What follows belongs to an exercise in optimizing a design on an open flow for small area and a short achievable clock period; a production flow would make more cautious choices. Function not checked in this run: the RTL went through the layout flow alone. Power is estimated from default activity; no workload was simulated.

==> flow/run.sh <==
#!/bin/bash
# synth_recipe.tcl (not shown) runs the flow's synth.tcl, then flattens the netlist and writes it again
# the make line also repeats each setting of config.mk as NAME=value (left out here)
make -C /OpenROAD-flow-scripts/flow DESIGN_CONFIG=/design/flow/config.mk WORK_HOME=/design/flow/orfs CLKGATE_MAP_FILE= SYNTH_SCRIPT=/design/flow/synth_recipe.tcl finish
==> flow/config.mk <==
export PLATFORM = sky130hd
export DESIGN_NAME = cic_stage
export DESIGN_NICKNAME = cic_stage
export VERILOG_FILES = /design/flow/design.v
export SDC_FILE = /design/flow/constraint.sdc
export NUM_CORES = 4
export LEC_CHECK = 0
export CAP_MARGIN = 20
export CORE_MARGIN = 2
export CORE_UTILIZATION = 40
export SLEW_MARGIN = 20
export SYNTH_MEMORY_MAX_BITS = 65536
==> flow/constraint.sdc <==
create_clock -name core_clock -period 15.0 [get_ports {clk}]
set_input_delay 3.0000 -clock core_clock [delete_from_list [all_inputs] [get_ports {clk}]]
set_output_delay 3.0000 -clock core_clock [all_outputs]
set_load 0.01 [all_outputs]
==> flow/design.v <==
module cic_gain_table (
    input  wire [2:0]  k,
    input  wire [6:0]  d,
    output reg  [4:0]  b,
    output reg  [23:0] g
);
  reg [28:0] gain;
  always @(*) begin
    case ({k, d})
      {3'd1, 7'd2}: gain = {5'd1, 24'd8388608};
      {3'd1, 7'd3}: gain = {5'd2, 24'd11184811};
      {3'd1, 7'd4}: gain = {5'd2, 24'd8388608};
      {3'd1, 7'd5}: gain = {5'd3, 24'd13421773};
      {3'd1, 7'd6}: gain = {5'd3, 24'd11184811};
      {3'd1, 7'd7}: gain = {5'd3, 24'd9586981};
      {3'd1, 7'd8}: gain = {5'd3, 24'd8388608};
      {3'd1, 7'd9}: gain = {5'd4, 24'd14913081};
      {3'd1, 7'd10}: gain = {5'd4, 24'd13421773};
      {3'd1, 7'd11}: gain = {5'd4, 24'd12201612};
      {3'd1, 7'd12}: gain = {5'd4, 24'd11184811};
      {3'd1, 7'd13}: gain = {5'd4, 24'd10324441};
      {3'd1, 7'd14}: gain = {5'd4, 24'd9586981};
      {3'd1, 7'd15}: gain = {5'd4, 24'd8947849};
      {3'd1, 7'd16}: gain = {5'd4, 24'd8388608};
      {3'd1, 7'd17}: gain = {5'd5, 24'd15790321};
      {3'd1, 7'd18}: gain = {5'd5, 24'd14913081};
      {3'd1, 7'd19}: gain = {5'd5, 24'd14128182};
      {3'd1, 7'd20}: gain = {5'd5, 24'd13421773};
      {3'd1, 7'd21}: gain = {5'd5, 24'd12782641};
      {3'd1, 7'd22}: gain = {5'd5, 24'd12201612};
      {3'd1, 7'd23}: gain = {5'd5, 24'd11671107};
      {3'd1, 7'd24}: gain = {5'd5, 24'd11184811};
      {3'd1, 7'd25}: gain = {5'd5, 24'd10737418};
      {3'd1, 7'd26}: gain = {5'd5, 24'd10324441};
      {3'd1, 7'd27}: gain = {5'd5, 24'd9942054};
      {3'd1, 7'd28}: gain = {5'd5, 24'd9586981};
      {3'd1, 7'd29}: gain = {5'd5, 24'd9256395};
      {3'd1, 7'd30}: gain = {5'd5, 24'd8947849};
      {3'd1, 7'd31}: gain = {5'd5, 24'd8659208};
      {3'd1, 7'd32}: gain = {5'd5, 24'd8388608};
      {3'd1, 7'd33}: gain = {5'd6, 24'd16268816};
      {3'd1, 7'd34}: gain = {5'd6, 24'd15790321};
      {3'd1, 7'd35}: gain = {5'd6, 24'd15339169};
      {3'd1, 7'd36}: gain = {5'd6, 24'd14913081};
      {3'd1, 7'd37}: gain = {5'd6, 24'd14510025};
      {3'd1, 7'd38}: gain = {5'd6, 24'd14128182};
      {3'd1, 7'd39}: gain = {5'd6, 24'd13765921};
      {3'd1, 7'd40}: gain = {5'd6, 24'd13421773};
      {3'd1, 7'd41}: gain = {5'd6, 24'd13094412};
      {3'd1, 7'd42}: gain = {5'd6, 24'd12782641};
      {3'd1, 7'd43}: gain = {5'd6, 24'd12485370};
      {3'd1, 7'd44}: gain = {5'd6, 24'd12201612};
      {3'd1, 7'd45}: gain = {5'd6, 24'd11930465};
      {3'd1, 7'd46}: gain = {5'd6, 24'd11671107};
      {3'd1, 7'd47}: gain = {5'd6, 24'd11422785};
      {3'd1, 7'd48}: gain = {5'd6, 24'd11184811};
      {3'd1, 7'd49}: gain = {5'd6, 24'd10956549};
      {3'd1, 7'd50}: gain = {5'd6, 24'd10737418};
      {3'd1, 7'd51}: gain = {5'd6, 24'd10526881};
      {3'd1, 7'd52}: gain = {5'd6, 24'd10324441};
      {3'd1, 7'd53}: gain = {5'd6, 24'd10129640};
      {3'd1, 7'd54}: gain = {5'd6, 24'd9942054};
      {3'd1, 7'd55}: gain = {5'd6, 24'd9761289};
      {3'd1, 7'd56}: gain = {5'd6, 24'd9586981};
      {3'd1, 7'd57}: gain = {5'd6, 24'd9418788};
      {3'd1, 7'd58}: gain = {5'd6, 24'd9256395};
      {3'd1, 7'd59}: gain = {5'd6, 24'd9099507};
      {3'd1, 7'd60}: gain = {5'd6, 24'd8947849};
      {3'd1, 7'd61}: gain = {5'd6, 24'd8801162};
      {3'd1, 7'd62}: gain = {5'd6, 24'd8659208};
      {3'd1, 7'd63}: gain = {5'd6, 24'd8521761};
      {3'd1, 7'd64}: gain = {5'd6, 24'd8388608};
      {3'd2, 7'd2}: gain = {5'd2, 24'd8388608};
      {3'd2, 7'd3}: gain = {5'd4, 24'd14913081};
      {3'd2, 7'd4}: gain = {5'd4, 24'd8388608};
      {3'd2, 7'd5}: gain = {5'd5, 24'd10737418};
      {3'd2, 7'd6}: gain = {5'd6, 24'd14913081};
      {3'd2, 7'd7}: gain = {5'd6, 24'd10956549};
      {3'd2, 7'd8}: gain = {5'd6, 24'd8388608};
      {3'd2, 7'd9}: gain = {5'd7, 24'd13256072};
      {3'd2, 7'd10}: gain = {5'd7, 24'd10737418};
      {3'd2, 7'd11}: gain = {5'd7, 24'd8873899};
      {3'd2, 7'd12}: gain = {5'd8, 24'd14913081};
      {3'd2, 7'd13}: gain = {5'd8, 24'd12707004};
      {3'd2, 7'd14}: gain = {5'd8, 24'd10956549};
      {3'd2, 7'd15}: gain = {5'd8, 24'd9544372};
      {3'd2, 7'd16}: gain = {5'd8, 24'd8388608};
      {3'd2, 7'd17}: gain = {5'd9, 24'd14861479};
      {3'd2, 7'd18}: gain = {5'd9, 24'd13256072};
      {3'd2, 7'd19}: gain = {5'd9, 24'd11897416};
      {3'd2, 7'd20}: gain = {5'd9, 24'd10737418};
      {3'd2, 7'd21}: gain = {5'd9, 24'd9739155};
      {3'd2, 7'd22}: gain = {5'd9, 24'd8873899};
      {3'd2, 7'd23}: gain = {5'd10, 24'd16238062};
      {3'd2, 7'd24}: gain = {5'd10, 24'd14913081};
      {3'd2, 7'd25}: gain = {5'd10, 24'd13743895};
      {3'd2, 7'd26}: gain = {5'd10, 24'd12707004};
      {3'd2, 7'd27}: gain = {5'd10, 24'd11783175};
      {3'd2, 7'd28}: gain = {5'd10, 24'd10956549};
      {3'd2, 7'd29}: gain = {5'd10, 24'd10213953};
      {3'd2, 7'd30}: gain = {5'd10, 24'd9544372};
      {3'd2, 7'd31}: gain = {5'd10, 24'd8938538};
      {3'd2, 7'd32}: gain = {5'd10, 24'd8388608};
      {3'd2, 7'd33}: gain = {5'd11, 24'd15775821};
      {3'd2, 7'd34}: gain = {5'd11, 24'd14861479};
      {3'd2, 7'd35}: gain = {5'd11, 24'd14024383};
      {3'd2, 7'd36}: gain = {5'd11, 24'd13256072};
      {3'd2, 7'd37}: gain = {5'd11, 24'd12549211};
      {3'd2, 7'd38}: gain = {5'd11, 24'd11897416};
      {3'd2, 7'd39}: gain = {5'd11, 24'd11295115};
      {3'd2, 7'd40}: gain = {5'd11, 24'd10737418};
      {3'd2, 7'd41}: gain = {5'd11, 24'd10220029};
      {3'd2, 7'd42}: gain = {5'd11, 24'd9739155};
      {3'd2, 7'd43}: gain = {5'd11, 24'd9291438};
      {3'd2, 7'd44}: gain = {5'd11, 24'd8873899};
      {3'd2, 7'd45}: gain = {5'd11, 24'd8483886};
      {3'd2, 7'd46}: gain = {5'd12, 24'd16238062};
      {3'd2, 7'd47}: gain = {5'd12, 24'd15554431};
      {3'd2, 7'd48}: gain = {5'd12, 24'd14913081};
      {3'd2, 7'd49}: gain = {5'd12, 24'd14310595};
      {3'd2, 7'd50}: gain = {5'd12, 24'd13743895};
      {3'd2, 7'd51}: gain = {5'd12, 24'd13210203};
      {3'd2, 7'd52}: gain = {5'd12, 24'd12707004};
      {3'd2, 7'd53}: gain = {5'd12, 24'd12232018};
      {3'd2, 7'd54}: gain = {5'd12, 24'd11783175};
      {3'd2, 7'd55}: gain = {5'd12, 24'd11358591};
      {3'd2, 7'd56}: gain = {5'd12, 24'd10956549};
      {3'd2, 7'd57}: gain = {5'd12, 24'd10575481};
      {3'd2, 7'd58}: gain = {5'd12, 24'd10213953};
      {3'd2, 7'd59}: gain = {5'd12, 24'd9870652};
      {3'd2, 7'd60}: gain = {5'd12, 24'd9544372};
      {3'd2, 7'd61}: gain = {5'd12, 24'd9234007};
      {3'd2, 7'd62}: gain = {5'd12, 24'd8938538};
      {3'd2, 7'd63}: gain = {5'd12, 24'd8657027};
      {3'd2, 7'd64}: gain = {5'd12, 24'd8388608};
      {3'd3, 7'd2}: gain = {5'd3, 24'd8388608};
      {3'd3, 7'd3}: gain = {5'd5, 24'd9942054};
      {3'd3, 7'd4}: gain = {5'd6, 24'd8388608};
      {3'd3, 7'd5}: gain = {5'd7, 24'd8589935};
      {3'd3, 7'd6}: gain = {5'd8, 24'd9942054};
      {3'd3, 7'd7}: gain = {5'd9, 24'd12521771};
      {3'd3, 7'd8}: gain = {5'd9, 24'd8388608};
      {3'd3, 7'd9}: gain = {5'd10, 24'd11783175};
      {3'd3, 7'd10}: gain = {5'd10, 24'd8589935};
      {3'd3, 7'd11}: gain = {5'd11, 24'd12907490};
      {3'd3, 7'd12}: gain = {5'd11, 24'd9942054};
      {3'd3, 7'd13}: gain = {5'd12, 24'd15639389};
      {3'd3, 7'd14}: gain = {5'd12, 24'd12521771};
      {3'd3, 7'd15}: gain = {5'd12, 24'd10180663};
      {3'd3, 7'd16}: gain = {5'd12, 24'd8388608};
      {3'd3, 7'd17}: gain = {5'd13, 24'd13987274};
      {3'd3, 7'd18}: gain = {5'd13, 24'd11783175};
      {3'd3, 7'd19}: gain = {5'd13, 24'd10018877};
      {3'd3, 7'd20}: gain = {5'd13, 24'd8589935};
      {3'd3, 7'd21}: gain = {5'd14, 24'd14840617};
      {3'd3, 7'd22}: gain = {5'd14, 24'd12907490};
      {3'd3, 7'd23}: gain = {5'd14, 24'd11296043};
      {3'd3, 7'd24}: gain = {5'd14, 24'd9942054};
      {3'd3, 7'd25}: gain = {5'd14, 24'd8796093};
      {3'd3, 7'd26}: gain = {5'd15, 24'd15639389};
      {3'd3, 7'd27}: gain = {5'd15, 24'd13965244};
      {3'd3, 7'd28}: gain = {5'd15, 24'd12521771};
      {3'd3, 7'd29}: gain = {5'd15, 24'd11270569};
      {3'd3, 7'd30}: gain = {5'd15, 24'd10180663};
      {3'd3, 7'd31}: gain = {5'd15, 24'd9226877};
      {3'd3, 7'd32}: gain = {5'd15, 24'd8388608};
      {3'd3, 7'd33}: gain = {5'd16, 24'd15297766};
      {3'd3, 7'd34}: gain = {5'd16, 24'd13987274};
      {3'd3, 7'd35}: gain = {5'd16, 24'd12822293};
      {3'd3, 7'd36}: gain = {5'd16, 24'd11783175};
      {3'd3, 7'd37}: gain = {5'd16, 24'd10853371};
      {3'd3, 7'd38}: gain = {5'd16, 24'd10018877};
      {3'd3, 7'd39}: gain = {5'd16, 24'd9267786};
      {3'd3, 7'd40}: gain = {5'd16, 24'd8589935};
      {3'd3, 7'd41}: gain = {5'd17, 24'd15953216};
      {3'd3, 7'd42}: gain = {5'd17, 24'd14840617};
      {3'd3, 7'd43}: gain = {5'd17, 24'd13829117};
      {3'd3, 7'd44}: gain = {5'd17, 24'd12907490};
      {3'd3, 7'd45}: gain = {5'd17, 24'd12065971};
      {3'd3, 7'd46}: gain = {5'd17, 24'd11296043};
      {3'd3, 7'd47}: gain = {5'd17, 24'd10590251};
      {3'd3, 7'd48}: gain = {5'd17, 24'd9942054};
      {3'd3, 7'd49}: gain = {5'd17, 24'd9345695};
      {3'd3, 7'd50}: gain = {5'd17, 24'd8796093};
      {3'd3, 7'd51}: gain = {5'd18, 24'd16577510};
      {3'd3, 7'd52}: gain = {5'd18, 24'd15639389};
      {3'd3, 7'd53}: gain = {5'd18, 24'd14770739};
      {3'd3, 7'd54}: gain = {5'd18, 24'd13965244};
      {3'd3, 7'd55}: gain = {5'd18, 24'd13217270};
      {3'd3, 7'd56}: gain = {5'd18, 24'd12521771};
      {3'd3, 7'd57}: gain = {5'd18, 24'd11874224};
      {3'd3, 7'd58}: gain = {5'd18, 24'd11270569};
      {3'd3, 7'd59}: gain = {5'd18, 24'd10707148};
      {3'd3, 7'd60}: gain = {5'd18, 24'd10180663};
      {3'd3, 7'd61}: gain = {5'd18, 24'd9688138};
      {3'd3, 7'd62}: gain = {5'd18, 24'd9226877};
      {3'd3, 7'd63}: gain = {5'd18, 24'd8794440};
      {3'd3, 7'd64}: gain = {5'd18, 24'd8388608};
      {3'd4, 7'd2}: gain = {5'd4, 24'd8388608};
      {3'd4, 7'd3}: gain = {5'd7, 24'd13256072};
      {3'd4, 7'd4}: gain = {5'd8, 24'd8388608};
      {3'd4, 7'd5}: gain = {5'd10, 24'd13743895};
      {3'd4, 7'd6}: gain = {5'd11, 24'd13256072};
      {3'd4, 7'd7}: gain = {5'd12, 24'd14310595};
      {3'd4, 7'd8}: gain = {5'd12, 24'd8388608};
      {3'd4, 7'd9}: gain = {5'd13, 24'd10473933};
      {3'd4, 7'd10}: gain = {5'd14, 24'd13743895};
      {3'd4, 7'd11}: gain = {5'd14, 24'd9387265};
      {3'd4, 7'd12}: gain = {5'd15, 24'd13256072};
      {3'd4, 7'd13}: gain = {5'd15, 24'd9624240};
      {3'd4, 7'd14}: gain = {5'd16, 24'd14310595};
      {3'd4, 7'd15}: gain = {5'd16, 24'd10859374};
      {3'd4, 7'd16}: gain = {5'd16, 24'd8388608};
      {3'd4, 7'd17}: gain = {5'd17, 24'd13164493};
      {3'd4, 7'd18}: gain = {5'd17, 24'd10473933};
      {3'd4, 7'd19}: gain = {5'd17, 24'd8436949};
      {3'd4, 7'd20}: gain = {5'd18, 24'd13743895};
      {3'd4, 7'd21}: gain = {5'd18, 24'd11307137};
      {3'd4, 7'd22}: gain = {5'd18, 24'd9387265};
      {3'd4, 7'd23}: gain = {5'd19, 24'd15716234};
      {3'd4, 7'd24}: gain = {5'd19, 24'd13256072};
      {3'd4, 7'd25}: gain = {5'd19, 24'd11258999};
      {3'd4, 7'd26}: gain = {5'd19, 24'd9624240};
      {3'd4, 7'd27}: gain = {5'd20, 24'd16551401};
      {3'd4, 7'd28}: gain = {5'd20, 24'd14310595};
      {3'd4, 7'd29}: gain = {5'd20, 24'd12436490};
      {3'd4, 7'd30}: gain = {5'd20, 24'd10859374};
      {3'd4, 7'd31}: gain = {5'd20, 24'd9524519};
      {3'd4, 7'd32}: gain = {5'd20, 24'd8388608};
      {3'd4, 7'd33}: gain = {5'd21, 24'd14834197};
      {3'd4, 7'd34}: gain = {5'd21, 24'd13164493};
      {3'd4, 7'd35}: gain = {5'd21, 24'd11723239};
      {3'd4, 7'd36}: gain = {5'd21, 24'd10473933};
      {3'd4, 7'd37}: gain = {5'd21, 24'd9386699};
      {3'd4, 7'd38}: gain = {5'd21, 24'd8436949};
      {3'd4, 7'd39}: gain = {5'd22, 24'd15208675};
      {3'd4, 7'd40}: gain = {5'd22, 24'd13743895};
      {3'd4, 7'd41}: gain = {5'd22, 24'd12451291};
      {3'd4, 7'd42}: gain = {5'd22, 24'd11307137};
      {3'd4, 7'd43}: gain = {5'd22, 24'd10291436};
      {3'd4, 7'd44}: gain = {5'd22, 24'd9387265};
      {3'd4, 7'd45}: gain = {5'd22, 24'd8580246};
      {3'd4, 7'd46}: gain = {5'd23, 24'd15716234};
      {3'd4, 7'd47}: gain = {5'd23, 24'd14420767};
      {3'd4, 7'd48}: gain = {5'd23, 24'd13256072};
      {3'd4, 7'd49}: gain = {5'd23, 24'd12206622};
      {3'd4, 7'd50}: gain = {5'd23, 24'd11258999};
      {3'd4, 7'd51}: gain = {5'd23, 24'd10401575};
      {3'd4, 7'd52}: gain = {5'd23, 24'd9624240};
      {3'd4, 7'd53}: gain = {5'd23, 24'd8918182};
      {3'd4, 7'd54}: gain = {5'd24, 24'd16551401};
      {3'd4, 7'd55}: gain = {5'd24, 24'd15380096};
      {3'd4, 7'd56}: gain = {5'd24, 24'd14310595};
      {3'd4, 7'd57}: gain = {5'd24, 24'd13332463};
      {3'd4, 7'd58}: gain = {5'd24, 24'd12436490};
      {3'd4, 7'd59}: gain = {5'd24, 24'd11614533};
      {3'd4, 7'd60}: gain = {5'd24, 24'd10859374};
      {3'd4, 7'd61}: gain = {5'd24, 24'd10164604};
      {3'd4, 7'd62}: gain = {5'd24, 24'd9524519};
      {3'd4, 7'd63}: gain = {5'd24, 24'd8934034};
      {3'd4, 7'd64}: gain = {5'd24, 24'd8388608};
      {3'd5, 7'd2}: gain = {5'd5, 24'd8388608};
      {3'd5, 7'd3}: gain = {5'd8, 24'd8837381};
      {3'd5, 7'd4}: gain = {5'd10, 24'd8388608};
      {3'd5, 7'd5}: gain = {5'd12, 24'd10995116};
      {3'd5, 7'd6}: gain = {5'd13, 24'd8837381};
      {3'd5, 7'd7}: gain = {5'd15, 24'd16354966};
      {3'd5, 7'd8}: gain = {5'd15, 24'd8388608};
      {3'd5, 7'd9}: gain = {5'd16, 24'd9310163};
      {3'd5, 7'd10}: gain = {5'd17, 24'd10995116};
      {3'd5, 7'd11}: gain = {5'd18, 24'd13654204};
      {3'd5, 7'd12}: gain = {5'd18, 24'd8837381};
      {3'd5, 7'd13}: gain = {5'd19, 24'd11845218};
      {3'd5, 7'd14}: gain = {5'd20, 24'd16354966};
      {3'd5, 7'd15}: gain = {5'd20, 24'd11583332};
      {3'd5, 7'd16}: gain = {5'd20, 24'd8388608};
      {3'd5, 7'd17}: gain = {5'd21, 24'd12390111};
      {3'd5, 7'd18}: gain = {5'd21, 24'd9310163};
      {3'd5, 7'd19}: gain = {5'd22, 24'd14209598};
      {3'd5, 7'd20}: gain = {5'd22, 24'd10995116};
      {3'd5, 7'd21}: gain = {5'd22, 24'd8614961};
      {3'd5, 7'd22}: gain = {5'd23, 24'd13654204};
      {3'd5, 7'd23}: gain = {5'd23, 24'd10933032};
      {3'd5, 7'd24}: gain = {5'd23, 24'd8837381};
      {3'd5, 7'd25}: gain = {5'd24, 24'd14411519};
      {3'd5, 7'd26}: gain = {5'd24, 24'd11845218};
      {3'd5, 7'd27}: gain = {5'd24, 24'd9808238};
      {3'd5, 7'd28}: gain = {5'd25, 24'd16354966};
      {3'd5, 7'd29}: gain = {5'd25, 24'd13723023};
      {3'd5, 7'd30}: gain = {5'd25, 24'd11583332};
      {3'd5, 7'd31}: gain = {5'd25, 24'd9831761};
      {3'd5, 7'd32}: gain = {5'd25, 24'd8388608};
      {3'd5, 7'd33}: gain = {5'd26, 24'd14384676};
      {3'd5, 7'd34}: gain = {5'd26, 24'd12390111};
      {3'd5, 7'd35}: gain = {5'd26, 24'd10718390};
      {3'd5, 7'd36}: gain = {5'd26, 24'd9310163};
      {3'd5, 7'd37}: gain = {5'd27, 24'd16236453};
      {3'd5, 7'd38}: gain = {5'd27, 24'd14209598};
      {3'd5, 7'd39}: gain = {5'd27, 24'd12478913};
      {3'd5, 7'd40}: gain = {5'd27, 24'd10995116};
      {3'd5, 7'd41}: gain = {5'd27, 24'd9718081};
      {3'd5, 7'd42}: gain = {5'd27, 24'd8614961};
      {3'd5, 7'd43}: gain = {5'd28, 24'd15317486};
      {3'd5, 7'd44}: gain = {5'd28, 24'd13654204};
      {3'd5, 7'd45}: gain = {5'd28, 24'd12203017};
      {3'd5, 7'd46}: gain = {5'd28, 24'd10933032};
      {3'd5, 7'd47}: gain = {5'd28, 24'd9818395};
      {3'd5, 7'd48}: gain = {5'd28, 24'd8837381};
      {3'd5, 7'd49}: gain = {5'd29, 24'd15943342};
      {3'd5, 7'd50}: gain = {5'd29, 24'd14411519};
      {3'd5, 7'd51}: gain = {5'd29, 24'd13052957};
      {3'd5, 7'd52}: gain = {5'd29, 24'd11845218};
      {3'd5, 7'd53}: gain = {5'd29, 24'd10769125};
      {3'd5, 7'd54}: gain = {5'd29, 24'd9808238};
      {3'd5, 7'd55}: gain = {5'd29, 24'd8948419};
      {3'd5, 7'd56}: gain = {5'd30, 24'd16354966};
      {3'd5, 7'd57}: gain = {5'd30, 24'd14969783};
      {3'd5, 7'd58}: gain = {5'd30, 24'd13723023};
      {3'd5, 7'd59}: gain = {5'd30, 24'd12598815};
      {3'd5, 7'd60}: gain = {5'd30, 24'd11583332};
      {3'd5, 7'd61}: gain = {5'd30, 24'd10664502};
      {3'd5, 7'd62}: gain = {5'd30, 24'd9831761};
      {3'd5, 7'd63}: gain = {5'd30, 24'd9075844};
      {3'd5, 7'd64}: gain = {5'd30, 24'd8388608};
      default: gain = 29'd0;
    endcase
    {b, g} = gain;
  end
endmodule
module cic_stage (
    input  wire        clk,
    input  wire        rst,
    input  wire [2:0]  cfg_k,
    input  wire [6:0]  cfg_d,
    input  wire        in_valid,
    input  wire        in_sync,
    input  wire [31:0] in_data,
    input  wire [5:0]  in_flags,
    input  wire [1:0]  in_range,
    output reg         out_valid,
    output reg  [31:0] out_data,
    output reg  [5:0]  out_flags,
    output reg  [1:0]  out_range,
    output reg  [7:0]  out_seq,
    output reg         out_sat
);
  localparam [8:0] AGE_MAX = 9'd511;
  reg        armed;            
  reg [2:0]  k_r;
  reg [6:0]  d_r;
  reg [8:0]  span_r;           
  reg [4:0]  b_r;
  reg [23:0] g_r;
  wire [4:0]  tbl_b;
  wire [23:0] tbl_g;
  cic_gain_table u_gain (.k(cfg_k), .d(cfg_d), .b(tbl_b), .g(tbl_g));
  wire [8:0] cfg_span = cfg_k * (cfg_d - 7'd1);
  wire       take   = in_valid & (armed | in_sync);
  wire [2:0] cur_k  = in_sync ? cfg_k    : k_r;
  wire [6:0] cur_d  = in_sync ? cfg_d    : d_r;
  wire [8:0] cur_n1 = in_sync ? cfg_span : span_r;
  wire [4:0] cur_b  = in_sync ? tbl_b    : b_r;
  wire [23:0] cur_g = in_sync ? tbl_g    : g_r;
  reg [6:0] phase;             
  reg [8:0] idx;               
  reg [7:0] seq;               
  reg       first_pending;     
  wire [6:0] cur_phase = in_sync ? 7'd0 : phase;
  wire [8:0] cur_idx   = in_sync ? 9'd0 : idx;
  wire [7:0] cur_seq   = in_sync ? 8'd0 : seq;
  wire       cur_first = in_sync | first_pending;
  wire       dump      = (cur_phase == cur_d - 7'd1);
  reg  [5:0][8:0] age;
  reg  [5:0][8:0] age_nxt;
  reg  [5:0] span_flags;
  integer f;
  always @(*) begin
    for (f = 0; f < 6; f = f + 1) begin
      if (in_flags[f])
        age_nxt[f] = 9'd0;
      else if (in_sync || age[f] == AGE_MAX)
        age_nxt[f] = AGE_MAX;
      else
        age_nxt[f] = age[f] + 9'd1;
      span_flags[f] = (age_nxt[f] <= cur_n1);
    end
  end
  wire       fill      = (cur_idx < cur_n1);
  wire [5:0] dump_flags = span_flags | {1'b0, fill, 4'b0};
  wire        zero_in = in_flags[2] | in_flags[5];
  wire [63:0] x = zero_in ? 64'd0 : {{32{in_data[31]}}, in_data};
  reg  [5:1][63:0] integ;
  reg  [5:1][63:0] integ_nxt;
  reg  [63:0] integ_top;
  integer i;
  always @(*) begin
    for (i = 1; i <= 5; i = i + 1) begin
      integ_nxt[i] = (in_sync ? 64'd0 : integ[i]) + ((i == 1) ? x : integ_nxt[i-1]);
    end
    case (cur_k)
      3'd1:    integ_top = integ_nxt[1];
      3'd2:    integ_top = integ_nxt[2];
      3'd3:    integ_top = integ_nxt[3];
      3'd4:    integ_top = integ_nxt[4];
      default: integ_top = integ_nxt[5];
    endcase
  end
  always @(posedge clk) begin
    if (take) begin
      for (i = 1; i <= 5; i = i + 1)
        integ[i] <= integ_nxt[i];
      for (f = 0; f < 6; f = f + 1)
        age[f] <= age_nxt[f];
      idx   <= (cur_idx == 9'd511) ? 9'd511 : cur_idx + 9'd1;
      phase <= dump ? 7'd0 : cur_phase + 7'd1;
      seq   <= dump ? cur_seq + 8'd1 : cur_seq;
    end
    if (take && in_sync) begin
      k_r    <= cfg_k;
      d_r    <= cfg_d;
      span_r <= cfg_span;
      b_r    <= tbl_b;
      g_r    <= tbl_g;
    end
  end
  always @(posedge clk) begin
    if (rst) begin
      armed         <= 1'b0;
      first_pending <= 1'b0;
    end else if (take) begin
      armed         <= 1'b1;
      first_pending <= cur_first & ~dump;
    end
  end
  reg        s1_valid;
  reg [63:0] s1_c;
  reg        s1_first;
  reg [2:0]  s1_k;
  reg [4:0]  s1_b;
  reg [23:0] s1_g;
  reg [5:0]  s1_flags;
  reg [1:0]  s1_range;
  reg [7:0]  s1_seq;
  always @(posedge clk) begin
    if (rst)
      s1_valid <= 1'b0;
    else
      s1_valid <= take & dump;
    if (take & dump) begin
      s1_c     <= integ_top;
      s1_first <= cur_first;
      s1_k     <= cur_k;
      s1_b     <= cur_b;
      s1_g     <= cur_g;
      s1_flags <= dump_flags;
      s1_range <= in_range;
      s1_seq   <= cur_seq;
    end
  end
  reg  [5:1][63:0] comb_prev;
  reg  [5:1][63:0] comb_in;
  reg  [5:1][63:0] comb_out;
  reg  [63:0] c_final;
  always @(*) begin
    for (i = 1; i <= 5; i = i + 1) begin
      comb_in[i]  = (i == 1) ? s1_c : comb_out[i-1];
      comb_out[i] = comb_in[i] - (s1_first ? 64'd0 : comb_prev[i]);
    end
    case (s1_k)
      3'd1:    c_final = comb_out[1];
      3'd2:    c_final = comb_out[2];
      3'd3:    c_final = comb_out[3];
      3'd4:    c_final = comb_out[4];
      default: c_final = comb_out[5];
    endcase
  end
  wire [63:0] c_shift  = $signed(c_final) >>> s1_b;
  wire [63:0] c_low    = c_final & ~({64{1'b1}} << s1_b);
  wire [63:0] c_half   = 64'd1 << (s1_b - 5'd1);
  wire        c_up     = (c_low > c_half) || ((c_low == c_half) && c_shift[0]);
  wire [33:0] u_val    = c_shift[33:0] + {33'd0, c_up};
  reg        s2_valid;
  reg [33:0] s2_u;
  reg [23:0] s2_g;
  reg [5:0]  s2_flags;
  reg [1:0]  s2_range;
  reg [7:0]  s2_seq;
  always @(posedge clk) begin
    if (rst)
      s2_valid <= 1'b0;
    else
      s2_valid <= s1_valid;
    if (s1_valid) begin
      for (i = 1; i <= 5; i = i + 1)
        comb_prev[i] <= comb_in[i];
      s2_u     <= u_val;
      s2_g     <= s1_g;
      s2_flags <= s1_flags;
      s2_range <= s1_range;
      s2_seq   <= s1_seq;
    end
  end
  wire signed [57:0] prod   = $signed(s2_u) * $signed({1'b0, s2_g});
  wire signed [34:0] p_shift = prod[57:23];
  wire        p_up    = prod[22] && ((|prod[21:0]) || prod[23]);
  wire signed [34:0] y_full = p_shift + {34'd0, p_up};
  wire        y_hi    = (y_full > 35'sd2147483647);
  wire        y_lo    = (y_full < -35'sd2147483648);
  wire [31:0] y_clamp = y_hi ? 32'h7fff_ffff : y_lo ? 32'h8000_0000 : y_full[31:0];
  always @(posedge clk) begin
    if (rst)
      out_valid <= 1'b0;
    else
      out_valid <= s2_valid;
    if (s2_valid) begin
      out_data  <= y_clamp;
      out_flags <= s2_flags | {5'd0, y_hi | y_lo};
      out_range <= s2_range;
      out_seq   <= s2_seq;
      out_sat   <= y_hi | y_lo;
    end
  end
endmodule
==> flow_summary.rst <==
.. list-table::
   :header-rows: 1

   * - Metric
     - Value
   * - Run status
     - timing/DRC/antenna clean
   * - IO Pins
     - 104
   * - Synthesis-stage register bit count
     - 1007
   * - Count of max-cap constraint violations
     - 0
   * - Count of H-tree levels built during CTS
     - 4
   * - Hold wc startpoint
     - s1_seq[2]
   * - Worst Path Required
     - 15.63 ns
   * - GRT Util Overall
     - 31.95%
   * - Layout Area Growth over Synthesis
     - 19.28%
   * - Primary flip-flop cell chosen by synthesis mapping
     - sky130_fd_sc_hd__edfxtp_1
   * - Leakage power of the design
     - 64.94 nW
   * - Clock-pin slew on the worst setup and hold paths
     - 0.07 ns
   * - Startpoint kind of the worst setup timing path
     - register
   * - Length of the first detailed-routing pass in iterations
     - 8
   * - Sequential fraction of the synthesis area
     - 23.58%
   * - Worst slack after detailed placement
     - -0.8850 ns
   * - Die Wd
     - 569.8 um
   * - Crit Path Category
     - register to register
   * - CTS Hold Buffers Added
     - 0
   * - Buffer depth of the longest clock path
     - 4
   * - Global-route congestion overflow total
     - 0
   * - Largest stage delay on the critical path
     - 0.79 ns
   * - Total number of placement rows
     - 207
   * - Die height
     - 569.8 um
   * - Proportion of power drawn by the clock network
     - 15.9%
   * - Antenna violations before repair
     - 35
   * - Final worst-path setup slack
     - 0.5451 ns
   * - Pin slew with the least headroom to its limit
     - 1.305 ns
   * - Net switching share of the total power
     - 43.09%
   * - Number of nets in the layout
     - 18290
   * - Peak supply drop
     - 0.0001465 V
   * - Final number of max-transition violations
     - 0
   * - Final Util
     - 47.98%
   * - Arrival time reported for the critical path endpoint
     - 15.08 ns
   * - Area of the die
     - 324600 sq um
   * - Number of warnings printed during yosys synthesis
     - 2
   * - Count of nets left with antenna violations after detail routing
     - 0
   * - # DRC
     - 0
   * - Finished Layout Cells
     - 20760
   * - Crit path max-delay cell type
     - sky130_fd_sc_hd__a2111oi_0
   * - Placed cell count
     - 20480
   * - Post-Syn Area per Cell
     - 8.584 sq um
   * - Syn Inst Count
     - 14920
   * - Worst path most repeated cell
     - sky130_fd_sc_hd__buf_4
   * - Yosys cell types
     - 143
   * - Cell area after placement
     - 147200 sq um
   * - Worst slew margin
     - 12.23%
   * - Worst setup startpoint
     - s1_first
   * - Largest net degree at the start of global routing
     - 159
   * - Final Cell Area
     - 152700 sq um
   * - Final setup fails
     - 0
   * - Tcrit/Tclk final
     - 96.37%
   * - Port Buffers
     - 103
   * - Power consumption
     - 22.11 mW
   * - Total clock buffers created by CTS
     - 139
   * - Synth Net Count
     - 16750
   * - NetSw
     - 9.528 mW
   * - Part of the power in registers
     - 18.3%
   * - Skew-Pair Late Insertion Delay
     - 0.88 ns
   * - Vias in the first global route
     - 120200
   * - Via/cell ratio
     - 5.965
   * - Power share of the combinational group
     - 65.7%
   * - Critical-path maximum fanout
     - 17
   * - Fin crit period
     - 14.45 ns
   * - Overall via count from detail_route
     - 123800
   * - First-pass GRT wire length
     - 781800 um
   * - Routability Congestion
     - 1.092
   * - Initial core utilization
     - 40.22%
   * - Clock tree from TritonCTS
     - done
   * - Placeable Area
     - 318300 sq um
   * - Kind of path behind the tightest hold check
     - register to register
   * - Final HPWL from detailed placement
     - 408400 um
   * - Starting DRC count in detailed routing
     - 13080
   * - Fraction of final layout cells with drive strength greater than 1
     - 16.65%
   * - Worst reg2reg path startpoint
     - s1_first
   * - Achievable Freq
     - 69.18 MHz
   * - Clock tree root driver cell
     - sky130_fd_sc_hd__clkbuf_16
   * - Routed wire length
     - 531800 um
   * - Netlist area before placement
     - 128000 sq um
   * - Power per Cell Area
     - 144.8 nW/um^2
   * - Worst Setup End Kind
     - register
   * - Synth async-reset ratio
     - 0%
   * - Number of synthesized flops with an enable pin
     - 1002
   * - Hold Vio Cnt, Final
     - 0
   * - Total number of clock tree sinks
     - 1007
   * - Worst Skew
     - 0.08754 ns
   * - Routed WL per cell
     - 25.61 um
   * - Internal power contribution
     - 12.58 mW
[power groups by stage]
stage               combinational, mW  clock [mW]  sequential, mW
finish                           14.5        3.52            4.06
global placement                 13.8           0            4.10
CTS                              14.0        3.60            4.06
floorplan                        8.08           0            4.09
detailed placement               13.9           0            4.11
global route                     15.7        3.68            4.09
[final cells by class]
cell class | count | area, sq um
Inverter | 1035 | 3885
Antenna cell | 10 | 25.02
Timing Repair Buffer | 2214 | 17050
Sequential cell | 1007 | 30200
Clock inverter | 93 | 1074
Fill cell | 30880 | 165600
Clock buffer | 157 | 3588
Tap cell | 4180 | 5230
Multi-Input combinational cell | 12070 | 91660
[worst max-delay path, delay by kind of cell, from the launching register on]
family | cells | cell delay, ns
AO/OA/AOI/OAI | 16 | 4.23
XOR/XNOR | 5 | 1.09
adder cells (fa/ha/maj) | 8 | 2.64
buffers and inverters | 14 | 2.17
flip-flops | 1 | 0.41
AND/OR/NAND/NOR | 19 | 3.64
[cells in the mapped netlist (all sizes together) (398+ instances only)]
| cell | n | share of area [%] |
|---|---|---|
| nand2b | 459 | 2.2 |
| fa | 841 | 13 |
| nand2 | 1485 | 4.4 |
| clkbuf | 624 | 1.8 |
| a21oi | 1164 | 4.6 |
| edfxtp | 1002 | 24 |
| xnor2 | 458 | 3.2 |
| nor2 | 988 | 2.9 |
| nor2b | 469 | 2.3 |
| ha | 935 | 9.1 |
| inv | 1028 | 3.0 |
| o21ai | 816 | 3.2 |
| a21o | 398 | 2.3 |
| and2 | 483 | 2.4 |
[path summary, 6_finish.rpt]
path / end / slack [ns] / depth (start not counted)
worst min-delay path: s2_seq[2] / 0.40 / 0
worst min register to register: s2_seq[2] / 0.40 / 0
worst max register to register: s2_u[33] / 0.55 / 62
worst max-delay path: s2_u[33] / 0.55 / 62
[timing repair]
| item | CTS | global route |
|---|---|---|
| pin swaps | 1 | 63 |
| gates resized for setup | 1 | 118 |
| setup endpoints to repair | 4 | 46 |
| gates cloned | 0 | 2 |
| setup buffers | 0 | 19 |
[routing by layer]
layer / up-vias / wire, um / GRT usage, %
met5: - / 115 / 0
met4: 16 / 25400 / 12.82
met3: 1235 / 52200 / 7.250
met2: 5796 / 224900 / 48.31
met1: 60190 / 229200 / 43.95
li1: 56610 / - / -
[registers in the layout (all words and copies together), names as in the netlist, 5 cells and up]
| register | count |
|---|---|
| comb_prev | 320 |
| integ | 320 |
| s1_c | 64 |
| age | 54 |
| s2_u | 34 |
| out_data | 32 |
| g_r | 24 |
| s1_g | 24 |
| s2_g | 24 |
| idx | 9 |
| span_r | 9 |
| out_seq | 8 |
| s1_seq | 8 |
| s2_seq | 8 |
| seq | 8 |
| d_r | 7 |
| phase | 7 |
| out_flags | 6 |
| s1_flags | 6 |
| s2_flags | 6 |
| b_r | 5 |
| s1_b | 5 |
[layout by cell type, fill, tap and decap left out, types with 71 or more instances in the layout]
cell	instances
sky130_fd_sc_hd__a21o_1	398
sky130_fd_sc_hd__mux2i_1	99
sky130_fd_sc_hd__xor2_1	253
sky130_fd_sc_hd__fa_1	840
sky130_fd_sc_hd__inv_1	1023
sky130_fd_sc_hd__clkbuf_16	143
sky130_fd_sc_hd__or3_1	97
sky130_fd_sc_hd__and3_1	129
sky130_fd_sc_hd__clkdlybuf4s50_1	91
sky130_fd_sc_hd__a22oi_1	71
sky130_fd_sc_hd__o21bai_1	137
sky130_fd_sc_hd__a211oi_1	144
sky130_fd_sc_hd__nand4_1	242
sky130_fd_sc_hd__o22ai_1	114
sky130_fd_sc_hd__edfxtp_1	1002
sky130_fd_sc_hd__nor2b_1	466
sky130_fd_sc_hd__xnor2_1	442
sky130_fd_sc_hd__o211ai_1	132
sky130_fd_sc_hd__nor3_1	274
sky130_fd_sc_hd__a31oi_1	153
sky130_fd_sc_hd__o21ai_0	738
sky130_fd_sc_hd__a21oi_1	1130
sky130_fd_sc_hd__nor2_1	964
sky130_fd_sc_hd__and2_1	476
sky130_fd_sc_hd__nand3_1	313
sky130_fd_sc_hd__o21a_1	154
sky130_fd_sc_hd__ha_1	927
sky130_fd_sc_hd__nand2_1	1477
sky130_fd_sc_hd__buf_4	2101
sky130_fd_sc_hd__nand2b_1	458
[through the flow]
stage          hold slack, ns  TNS (ns)
4_1_cts                0.3978         0
2_1_floorplan          0.4003         0
3_3_place_gp           0.4007    -13.40
3_5_place_dp           0.4045    -14.52
6_report               0.4029         0
5_1_grt                0.4056   -0.2560
[cells by family (layout without fill, tap and decap cells)]
family | count (synthesis) | count (layout) | share of synthesized area [%]
simple gates | 5261 | 5261 | 20.65
compound gates | 4114 | 4114 | 21.12
buf+inv | 1842 | 3499 | 5.543
fa+ha+maj | 1777 | 1777 | 22.30
flops | 1007 | 1007 | 23.58
xor+xnor | 721 | 721 | 4.975
mux | 193 | 193 | 1.835
other cells | 0 | 10 | 0

## static timing again, ports no longer ideal
How much do the figures lean on ideal ports? The routed layout below was timed once more, with nothing changed but the port constraints.
Step 1 sets driving cells, clkbuf_16 on the clock port and buf_2 on the other inputs (assumed; they add their load-dependent delay and slew).
Step 2 times the ports against the registers' clock, not the clock port: input delays grow and output delays shrink by t, the midpoint of the rising clock arrivals with the driver on.
Three values: no drivers, after step 1, after step 2; two values: the first two.
t, ns: 0.933
slack for setup (ns): 0.545 / 0.545 / -0.178
pins driven straight from the clock port: 1
Met with ideal ports but missed after step 2: setup timing in this run. For this run, drivers alone change the setup slack by 0.000 ns; drivers and shift together by -0.723 ns.
